This is an optimization exercise on Yosys and OpenROAD, whose aim is small area, a short achievable clock period and few clock cycles per item, not a production implementation. Function was checked by simulation only, so behaviour that the tests miss may differ from the original.

==> design/flow/design.v <==
module lpe_lane (
    input  wire        clk,
    input  wire        rst,
    input  wire        start,
    output reg         done,
    input  wire [2:0]  mode,           
    input  wire        action,         
    input  wire        split,          
    input  wire        first,          
    input  wire        sp_track_cfg,   
    input  wire        sp_track_act,   
    input  wire [2:0]  sp_src,         
    input  wire        sp_stale,       
    input  wire        ff_en,          
    input  wire        trk_en,         
    input  wire        out_loop,       
    input  wire        out2_loop,      
    input  wire [31:0] kpv,  input wire [4:0] s_kpv,
    input  wire [31:0] opv,
    input  wire [31:0] ksp,  input wire [4:0] s_ksp,
    input  wire [31:0] osp,
    input  wire [31:0] kp,   input wire [4:0] s_kp,
    input  wire [31:0] ki,   input wire [4:0] s_ki,
    input  wire [31:0] kd,   input wire [4:0] s_kd,
    input  wire [31:0] kdf,  input wire [4:0] s_kdf,
    input  wire [31:0] kff,  input wire [4:0] s_kff,
    input  wire [31:0] kout, input wire [4:0] s_kout,
    input  wire [31:0] oout,
    input  wire [31:0] kout2, input wire [4:0] s_kout2,
    input  wire [31:0] oout2,
    input  wire [31:0] spmin,
    input  wire [31:0] spmax,
    input  wire [31:0] sprate,
    input  wire [31:0] imin,
    input  wire [31:0] imax,
    input  wire [31:0] omin,
    input  wire [31:0] omax,
    input  wire [31:0] orate,
    input  wire [31:0] dband,
    input  wire [31:0] fixed_sp,
    input  wire [31:0] x_in,
    input  wire [31:0] sp_in,
    input  wire [31:0] ff_in,
    input  wire [31:0] trk_in,
    input  wire [31:0] pv_last,
    input  wire [31:0] sp_last,
    input  wire [31:0] out_last,
    input  wire [31:0] d_last,
    input  wire [47:0] i_last,
    input  wire [31:0] man_out,
    output reg  [31:0] pv_new,
    output reg  [31:0] sp_new,
    output reg  [31:0] out_new,
    output reg  [31:0] d_new,
    output reg  [47:0] i_new,
    output reg  [31:0] err,
    output reg  [31:0] code,
    output reg  [31:0] code2,
    output reg         emit,
    output reg         sat,
    output reg         i_clamp,
    output reg         rate_lim
);
    localparam [2:0] M_OFF = 3'd0, M_TRACK = 3'd1, M_MANUAL = 3'd2, M_HOLD = 3'd3, M_CLOSED = 3'd4;
    localparam [3:0] S_IDLE  = 4'd0,
                     S_PV    = 4'd1,    
                     S_SP    = 4'd2,    
                     S_SPSEL = 4'd3,    
                     S_ERR   = 4'd4,    
                     S_P     = 4'd5,    
                     S_DF    = 4'd6,    
                     S_D     = 4'd7,    
                     S_FF    = 4'd8,    
                     S_KI    = 4'd9,    
                     S_I     = 4'd10,   
                     S_V     = 4'd11,   
                     S_U     = 4'd12,   
                     S_O1    = 4'd13,   
                     S_O2    = 4'd14;   
    function automatic signed [79:0] rconv80(input signed [79:0] v, input [5:0] s);
        reg signed [79:0] q;
        reg        [79:0] r, h;
        reg               up;
        begin
            q  = v >>> s;
            r  = v & ((80'd1 << s) - 80'd1);
            h  = (s == 6'd0) ? 80'd0 : (80'd1 << (s - 6'd1));
            up = (s != 6'd0) && ((r > h) || ((r == h) && q[0]));
            rconv80 = q + {79'd0, up};
        end
    endfunction
    function automatic [32:0] sat32_80(input signed [79:0] v);
        begin
            if (v > 80'sh0_0000_0000_0000_7FFF_FFFF)
                sat32_80 = {1'b1, 32'h7FFF_FFFF};
            else if (v < -80'sh0_0000_0000_0000_8000_0000)
                sat32_80 = {1'b1, 32'h8000_0000};
            else
                sat32_80 = {1'b0, v[31:0]};
        end
    endfunction
    function automatic [48:0] sat48_80(input signed [79:0] v);
        begin
            if (v > 80'sh0_0000_7FFF_FFFF_FFFF)
                sat48_80 = {1'b1, 48'h7FFF_FFFF_FFFF};
            else if (v < -80'sh0_0000_8000_0000_0000)
                sat48_80 = {1'b1, 48'h8000_0000_0000};
            else
                sat48_80 = {1'b0, v[47:0]};
        end
    endfunction
    function automatic [32:0] add_sat(input [31:0] a, input [31:0] b);
        reg signed [33:0] s;
        begin
            s = $signed({{2{a[31]}}, a}) + $signed({{2{b[31]}}, b});
            add_sat = sat32_80({{46{s[33]}}, s});
        end
    endfunction
    function automatic [32:0] sub_sat(input [31:0] a, input [31:0] b);
        reg signed [33:0] s;
        begin
            s = $signed({{2{a[31]}}, a}) - $signed({{2{b[31]}}, b});
            sub_sat = sat32_80({{46{s[33]}}, s});
        end
    endfunction
    function automatic slt(input [31:0] a, input [31:0] b);
        slt = $signed(a) < $signed(b);
    endfunction
    function automatic [31:0] clamp32(input [31:0] a, input [31:0] lo, input [31:0] hi);
        begin
            if (slt(a, lo))      clamp32 = lo;
            else if (slt(hi, a)) clamp32 = hi;
            else                 clamp32 = a;
        end
    endfunction
    function automatic [33:0] rate_limit(input [31:0] val, input [31:0] last, input [31:0] r);
        reg [32:0] dv, lim;
        begin
            dv = sub_sat(val, last);
            if (!slt(32'd0, r)) begin
                rate_limit = {2'b00, val};
            end else if (slt(r, dv[31:0])) begin
                lim = add_sat(last, r);
                rate_limit = {lim[32], 1'b1, lim[31:0]};
            end else if ($signed({dv[31], dv[31:0]}) < -$signed({r[31], r})) begin
                lim = sub_sat(last, r);
                rate_limit = {lim[32], 1'b1, lim[31:0]};
            end else begin
                rate_limit = {2'b00, val};
            end
        end
    endfunction
    function automatic [32:0] i_term(input [47:0] i);
        begin
            i_term = sat32_80(rconv80({{32{i[47]}}, i}, 6'd16));
        end
    endfunction
    reg  [31:0] mk, my;
    reg  [4:0]  ms;
    reg         mfrac;    
    wire signed [63:0] mprod   = $signed(mk) * $signed(my);
    wire signed [79:0] mwide   = mfrac ? {mprod, 16'd0} : {{16{mprod[63]}}, mprod};
    wire signed [79:0] mround  = rconv80(mwide, {1'b0, ms});
    wire        [32:0] mres32  = sat32_80(mround);
    wire        [48:0] mres48  = sat48_80(mround);
    reg  [3:0]  st;
    reg  [31:0] pv, raw, sp, e, dpv, p, dfm, d, fft, v, u, tgt;
    reg  [47:0] iacc, inc;
    reg         ic, rl;
    wire scaled_src  = (sp_src == 3'd1) || (sp_src == 3'd2);
    wire raw_used    = (!sp_track_act && !sp_stale) || (first && !sp_track_cfg);
    wire running     = (mode != M_OFF);
    wire closed      = (mode == M_CLOSED);
    wire backcalc    = (mode == M_TRACK) || (mode == M_MANUAL);
    wire emits       = closed || backcalc;
    wire [31:0] ff   = ff_en ? ff_in : 32'd0;
    wire [31:0] d_prev = first ? 32'd0 : d_last;
    wire [47:0] imin48 = {imin, 16'd0};
    wire [47:0] imax48 = {imax, 16'd0};
    always @(*) begin
        mk = 32'd0; my = 32'd0; ms = 5'd0; mfrac = 1'b0;
        case (st)
            S_PV: begin mk = kpv;   my = x_in;   ms = s_kpv;   end
            S_SP: begin mk = ksp;   my = sp_in;  ms = s_ksp;   end
            S_P:  begin mk = kp;    my = e;      ms = s_kp;    end
            S_DF: begin mk = kdf;   my = d_prev; ms = s_kdf;   end
            S_D:  begin mk = kd;    my = dpv;    ms = s_kd;    end
            S_FF: begin mk = kff;   my = ff;     ms = s_kff;   end
            S_KI: begin mk = ki;    my = e;      ms = s_ki;    mfrac = 1'b1; end
            S_O1: begin mk = kout;  my = u;      ms = s_kout;  end
            S_O2: begin mk = kout2; my = u;      ms = s_kout2; end
            default: ;
        endcase
    end
    reg  [32:0] sp_sum;
    reg  [31:0] sp_last_eff, sp_sel;
    reg  [33:0] sp_lim;
    reg  [32:0] e_raw, dpv_s;
    reg  [32:0] e_abs;
    reg  [31:0] pv_prev;
    reg  [48:0] i_sum;
    reg  [47:0] i_cl;
    reg  [32:0] it, v1, v2, v3;
    reg  [31:0] man_c;
    reg  [33:0] man_lim;
    reg  [47:0] i_wd;
    reg  [32:0] it_w, w1, w2, w3;
    reg  [32:0] b1, b2, b3;
    reg  [47:0] i_bc;
    reg         ki_pos, ki_neg, e_pos, e_neg, withdraw;
    reg  [33:0] out_lim;
    reg  [32:0] code_sum;
    always @(*) begin
        sp_sum = add_sat(mres32[31:0], osp);
        sp_last_eff = first ? (sp_track_cfg ? pv : raw) : sp_last;
        sp_lim      = rate_limit(clamp32(raw, spmin, spmax), sp_last_eff, sprate);
        if (sp_track_act)  sp_sel = pv;
        else if (sp_stale) sp_sel = sp_last_eff;
        else               sp_sel = sp_lim[31:0];
        pv_prev = first ? pv : pv_last;
        e_raw   = action ? sub_sat(pv, sp) : sub_sat(sp, pv);
        dpv_s   = action ? sub_sat(pv, pv_prev) : sub_sat(pv_prev, pv);
        e_abs   = e_raw[31] ? (33'd0 - {e_raw[31], e_raw[31:0]}) : {1'b0, e_raw[31:0]};
        i_sum = sat48_80($signed({{32{iacc[47]}}, iacc}) + $signed({{32{inc[47]}}, inc}));
        if ($signed(i_sum[47:0]) < $signed(imin48))      i_cl = imin48;
        else if ($signed(i_sum[47:0]) > $signed(imax48)) i_cl = imax48;
        else                                             i_cl = i_sum[47:0];
        it = i_term(i_cl);
        v1 = add_sat(p, it[31:0]);
        v2 = add_sat(v1[31:0], d);
        v3 = add_sat(v2[31:0], fft);
        man_c   = clamp32(man_out, omin, omax);
        man_lim = rate_limit(man_c, out_last, orate);
        ki_pos   = !ki[31] && (ki != 32'd0);
        ki_neg   = ki[31];
        e_pos    = !e[31] && (e != 32'd0);
        e_neg    = e[31];
        withdraw = (((ki_pos && e_pos) || (ki_neg && e_neg)) && slt(omax, v)) ||
                   (((ki_pos && e_neg) || (ki_neg && e_pos)) && slt(v, omin));
        if ($signed(i_last) < $signed(imin48))      i_wd = imin48;
        else if ($signed(i_last) > $signed(imax48)) i_wd = imax48;
        else                                        i_wd = i_last;
        it_w = i_term(i_wd);
        w1 = add_sat(p, it_w[31:0]);
        w2 = add_sat(w1[31:0], d);
        w3 = add_sat(w2[31:0], fft);
        b1 = sub_sat(tgt, p);
        b2 = sub_sat(b1[31:0], d);
        b3 = sub_sat(b2[31:0], fft);
        if (slt(b3[31:0], imin))      i_bc = imin48;
        else if (slt(imax, b3[31:0])) i_bc = imax48;
        else                          i_bc = {b3[31:0], 16'd0};
        out_lim = rate_limit(clamp32(v, omin, omax), out_last, orate);
        code_sum = add_sat(mres32[31:0], (st == S_O2) ? oout2 : oout);
    end
    always @(posedge clk) begin
        if (rst) begin
            st   <= S_IDLE;
            done <= 1'b0;
        end else begin
            done <= 1'b0;
            case (st)
                S_IDLE: begin
                    if (start) begin
                        st       <= S_PV;
                        emit     <= emits;
                        sat      <= 1'b0;
                        ic       <= 1'b0;
                        rl       <= 1'b0;
                        e        <= 32'd0;
                        p        <= 32'd0;
                        d        <= d_last;
                        fft      <= 32'd0;
                        iacc     <= i_last;
                        u        <= out_last;
                    end
                end
                S_PV: begin
                    begin : pv_blk
                        reg [32:0] s;
                        s = add_sat(mres32[31:0], opv);
                        pv  <= s[31:0];
                        sat <= sat | mres32[32] | s[32];
                    end
                    st <= S_SP;
                end
                S_SP: begin
                    if (sp_src == 3'd0)  raw <= fixed_sp;
                    else if (scaled_src) raw <= sp_sum[31:0];
                    else                 raw <= sp_in;
                    if (scaled_src && raw_used)
                        sat <= sat | mres32[32] | sp_sum[32];
                    st <= S_SPSEL;
                end
                S_SPSEL: begin
                    sp <= sp_sel;
                    if (!sp_track_act && !sp_stale)
                        sat <= sat | sp_lim[33];
                    st <= S_ERR;
                end
                S_ERR: begin
                    if (running) begin
                        e   <= (e_abs > {1'b0, dband}) ? e_raw[31:0] : 32'd0;
                        dpv <= dpv_s[31:0];
                        sat <= sat | e_raw[32] | dpv_s[32];
                    end
                    st <= S_P;
                end
                S_P: begin
                    if (running) begin
                        p   <= mres32[31:0];
                        sat <= sat | mres32[32];
                    end
                    st <= S_DF;
                end
                S_DF: begin
                    if (running) begin
                        dfm <= mres32[31:0];
                        sat <= sat | mres32[32];
                    end
                    st <= S_D;
                end
                S_D: begin
                    if (running) begin : d_blk
                        reg [32:0] s;
                        s = add_sat(dfm, mres32[31:0]);
                        d   <= s[31:0];
                        sat <= sat | mres32[32] | s[32];
                    end
                    st <= S_FF;
                end
                S_FF: begin
                    if (emits) begin
                        fft <= mres32[31:0];
                        sat <= sat | mres32[32];
                    end
                    st <= S_KI;
                end
                S_KI: begin
                    if (closed) begin
                        inc <= mres48[47:0];
                        sat <= sat | mres48[48];
                    end
                    st <= S_I;
                end
                S_I: begin
                    if (closed) begin
                        iacc <= i_cl;
                        ic   <= (i_cl != i_sum[47:0]);
                        v    <= v3[31:0];
                        sat  <= sat | i_sum[48] | it[32] | v1[32] | v2[32] | v3[32];
                    end else if (mode == M_MANUAL) begin
                        tgt <= man_lim[31:0];
                        u   <= man_lim[31:0];
                        rl  <= man_lim[32];
                        sat <= sat | man_lim[33];
                    end else if (mode == M_TRACK) begin
                        tgt <= trk_en ? trk_in : out_last;
                        u   <= trk_en ? trk_in : out_last;
                    end
                    st <= S_V;
                end
                S_V: begin
                    if (closed) begin
                        if (withdraw) begin
                            iacc <= i_wd;
                            v    <= w3[31:0];
                            sat  <= sat | it_w[32] | w1[32] | w2[32] | w3[32];
                        end
                    end else if (backcalc) begin
                        iacc <= i_bc;
                        ic   <= (i_bc != {b3[31:0], 16'd0});
                        sat  <= sat | b1[32] | b2[32] | b3[32];
                    end
                    st <= S_U;
                end
                S_U: begin
                    if (closed) begin
                        u   <= out_lim[31:0];
                        rl  <= out_lim[32];
                        sat <= sat | out_lim[33];
                    end
                    st <= S_O1;
                end
                S_O1: begin
                    if (emits) begin
                        if (out_loop) begin
                            code <= u;
                        end else begin
                            code <= code_sum[31:0];
                            sat  <= sat | mres32[32] | code_sum[32];
                        end
                    end
                    st <= S_O2;
                end
                S_O2: begin
                    if (emits && split) begin
                        if (out2_loop) begin
                            code2 <= u;
                        end else begin
                            code2 <= code_sum[31:0];
                            sat   <= sat | mres32[32] | code_sum[32];
                        end
                    end
                    st   <= S_IDLE;
                    done <= 1'b1;
                end
                default: st <= S_IDLE;
            endcase
        end
    end
    always @(*) begin
        pv_new   = pv;
        sp_new   = sp;
        out_new  = u;
        d_new    = d;
        i_new    = iacc;
        err      = e;
        i_clamp  = ic;
        rate_lim = rl;
    end
endmodule
==> design/flow/run.sh <==
#!/bin/bash
# synth_recipe.tcl (not shown) runs the flow's synth.tcl, then flattens the netlist and writes it again
# the make line also repeats each setting of config.mk as NAME=value (left out here)
make -C /OpenROAD-flow-scripts/flow DESIGN_CONFIG=/design/flow/config.mk WORK_HOME=/design/flow/orfs CLKGATE_MAP_FILE= SYNTH_SCRIPT=/design/flow/synth_recipe.tcl finish
==> design/flow/config.mk <==
export PLATFORM = sky130hd
export DESIGN_NAME = lpe_lane
export DESIGN_NICKNAME = lpe_lane
export VERILOG_FILES = /design/flow/design.v
export SDC_FILE = /design/flow/constraint.sdc
export NUM_CORES = 8
export LEC_CHECK = 0
export CAP_MARGIN = 20
export CORE_AREA = 10 10 610 610
export DIE_AREA = 0 0 620 620
export SLEW_MARGIN = 20
==> design/flow/constraint.sdc <==
create_clock -name core_clock -period 33.0 [get_ports {clk}]
set_input_delay 6.6000 -clock core_clock [delete_from_list [all_inputs] [get_ports {clk}]]
set_output_delay 6.6000 -clock core_clock [all_outputs]
set_load 0.01 [all_outputs]
==> impl_metrics.tcl <==
set metrics [dict create \
    synth_compound_area_share_pct 24.2 \
    area_growth_pct 17.1 \
    synth_seq_cells 553 \
    ant_nets 0 \
    wire_per_inst_um 37.6 \
    endpoint_kind "flip-flop" \
    synthArstFlopShare_pct 0 \
    gp_congestion 1.13 \
    synth-edff-count 548 \
    grt_max_degree 88 \
    rsz0062_at_grt "false" \
    synth_ff_type "edfxtp_1" \
    dp_hpwl_mm 787 \
    first_global_vias 151000 \
    crit_slowest_cell "fa_1" \
    critPathRequiredTime_ns 33.58 \
    hold_path_class "reg2reg" \
    drv_cap 0 \
    cts_made_buffers 80 \
    clock_latency_ns 0.90 \
    ys_warn_count 1 \
    cp-start-kind "input pin" \
    setup_ws_ns 1.82 \
    final_hold_viol_count 0 \
    slew_violations 0 \
    root_buffer "clkbuf_16" \
    synth_top_family_by_area "adder cells" \
    max-slew-margin-rel_pct 8.10 \
    grt_use_total_pct 46.8 \
    via_per_inst 6.50 \
    core_area_sq_um 359000 \
    drive_gt1_share_pct 5.01 \
    preCtsSetupSlack_ns 1.48 \
    dr.pass1.iters 10 \
    path_class "in2reg" \
    netlist-cell-type-count 109 \
    design_area_sq_um 170000 \
    final.period_utilization_pct 94.5 \
    finClkSkew_ns 0.146 \
    antenna_found_initial 242 \
    cp_data_arrival_time_ns 31.77 \
    gr-total-overflow 0 \
    postCtsHoldBufs 0 \
    route.detailed.drc 0 \
    synthCells 18800 \
    synth_simple_gate_area_share_pct 18.8 \
    finalNetCount 23800 \
    setup_viol 0 \
    die_w_um 620 \
    clk_path_buf_depth 4 \
    worst_pin_slew_ns 1.36 \
    cpMostUsedCell "fa_1" \
    core.rowCount 220 \
    critPathMaxFanout 25 \
    final_common_cell "nand2_1" \
    die_h_um 620 \
    cts_setup_buffers 0 \
    post-route-min-period_ns 31.18 \
    tritoncts "done" \
    die_area_sq_um 384000 \
    pin_count 1413 \
    drtIter0Drc 24500 \
    synth.cell_area_sq_um 145000 \
    fmax_ghz 0.0321 \
    cts.sinks 553 \
    start_util_pct 40.4 \
    numPortBuffers 1412 \
    vias 163000 \
    syn-mean-instance-area_sq_um 7.70 \
    clkTransAtPathRegs_ns 0.06 \
    grt_pass1_wl_mm 1270 \
    postRouteWirelength_mm 944 \
    yosysSeqAreaShare_pct 11.4 \
    cts-htree-levels 3 \
    synthMuxAreaShare_pct 2.00 \
    layout_common_cells "nand2_1, inv_1, ha_1" \
    setup_tns_ns 0 \
    synthXorXnorAreaFrac_pct 5.94 \
    status "finished clean" \
    slowest_delay_ns 1.31 \
    synth_fa_ha_area_share_pct 30.2 \
    place_area_sq_um 166000 \
    cts_resized 0 \
]
==> cells in the mapped netlist (all sizes together) (83+ instances only) <==
master,number,area (sq um)
o21bai,113,848
a211oi,210,1580
mux2i,241,2410
and3,123,769
edfxtp,548,16500
or2,83,519
o31ai,110,826
nor3,399,2020
a21o,442,3320
a31oi,165,1030
nor2,1194,4480
or3,117,732
inv,1857,6970
nand3,408,2050
a21oi,1544,7740
nand4,225,1420
o211ai,131,993
nand2,2297,8620
buf,147,647
o21ai,1351,6780
o22ai,112,701
nor2b,259,1620
ha,1671,20900
xor2,317,2780
clkbuf,831,3120
and2,158,988
a22oi,149,1120
nand2b,276,1730
o21a,214,1610
nor4,119,774
fa,1107,22200
xnor2,666,5830
==> sequential cells by signal (all words and copies together), names as in the netlist, 32 cells and up <==
signal / cells
dfm: 32
code2: 32
sp: 32
e: 32
inc: 48
dpv: 32
u: 32
tgt: 32
d: 32
raw: 32
fft: 32
iacc: 48
pv: 32
v: 32
code: 32
p: 32
==> critical path: cells and delay by family <==
family / cells / cell delay (ns)
and+or+nand+nor: 26 / 8.79
adders and majority gates: 12 / 6.74
AOI/OAI and AO/OA: 23 / 6.38
buffers and inverters: 9 / 2.49
xor gates and xnor gates: 1 / 0.56
==> final timing paths <==
kind | end | depth (start not counted) | start | slack (ns)
setup / recovery | code[18]$_DFFE_PP_ | 71 | first | 1.82
hold / removal | sat$_DFFE_PP_ | 2 | st[2]$_SDFFE_PP0N_ | 0.68
setup reg to reg | v[1]$_DFFE_PP_ | 114 | iacc[0]$_DFFE_PP_ | 3.56
hold reg to reg | sat$_DFFE_PP_ | 2 | st[2]$_SDFFE_PP0N_ | 0.68
==> final cells by class <==
| class | count | area (sq um) |
|---|---|---|
| clock buffer | 93 | 2070 |
| multi-input combinational | 15500 | 119000 |
| antenna | 383 | 958 |
| tap | 4773 | 5970 |
| sequential | 553 | 16600 |
| inverter | 1860 | 6980 |
| clock inverter | 44 | 509 |
| timing repair buffer | 1913 | 17900 |
| fill | 36700 | 189000 |
==> cell families after synthesis <==
family | count (synthesis)
xor gates and xnor gates | 983
DFF | 553
and+or+nand+nor | 5833
muxes | 279
adders and majority gates | 2855
buffers and inverters | 2838
AOI/OAI and AO/OA | 5470
other | 2
==> layer usage <==
metal / vias to the layer above / wire, um / GRT usage (%)
met5: - / 332 / 0.125
li1: 69100 / - / -
met2: 11400 / 373000 / 65.3
met3: 2501 / 123000 / 16.4
met4: 54 / 94400 / 37.8
met1: 80000 / 353000 / 58.1
==> stage by stage <==
step / cells / util [%] / hold slack [ns]
2_1_floorplan: 18900 / - / 0.631
3_3_place_gp: 24600 / 46.3 / 0.719
6_report: 25100 / 47.3 / 0.676
3_5_place_dp: 24600 / 46.3 / 0.724
5_1_grt: 25000 / 47.2 / 0.715
4_1_cts: 24700 / 47.0 / 0.674
Testbench counts, summed over its fixed seeds: cycles 120,000, items 8,000.

separate check: timing with driven ports:
No port has a modelled driver above. Below, the same layout with a new extraction and two added sets of constraints.
Step 1 (the two cells are an assumption about what drives the block):
set clk [get_ports {clk}]
set_driving_cell -lib_cell sky130_fd_sc_hd__clkbuf_16 $clk
set_driving_cell -lib_cell sky130_fd_sc_hd__buf_2 [delete_from_list [all_inputs] $clk]
Step 2 moves the port delays by t, midway between the first and last clock arrival at a register: inputs arrive t later, outputs are due t later. That takes back most of the time a late clock gives input paths.
a / b / c = ideal ports / drivers / drivers and shift; a / b = the first two.
t (ns): 0.933
slack for setup (ns): 1.818 / 1.893 / 0.960
worst setup path after step 2: input to register
worst slew at a driven data input, ns: 0.71
cell pins on the clock port's net: 1
After both steps setup and hold are still met in this run. For this run, drivers alone change the setup slack by +0.075 ns; drivers and shift together by -0.858 ns.
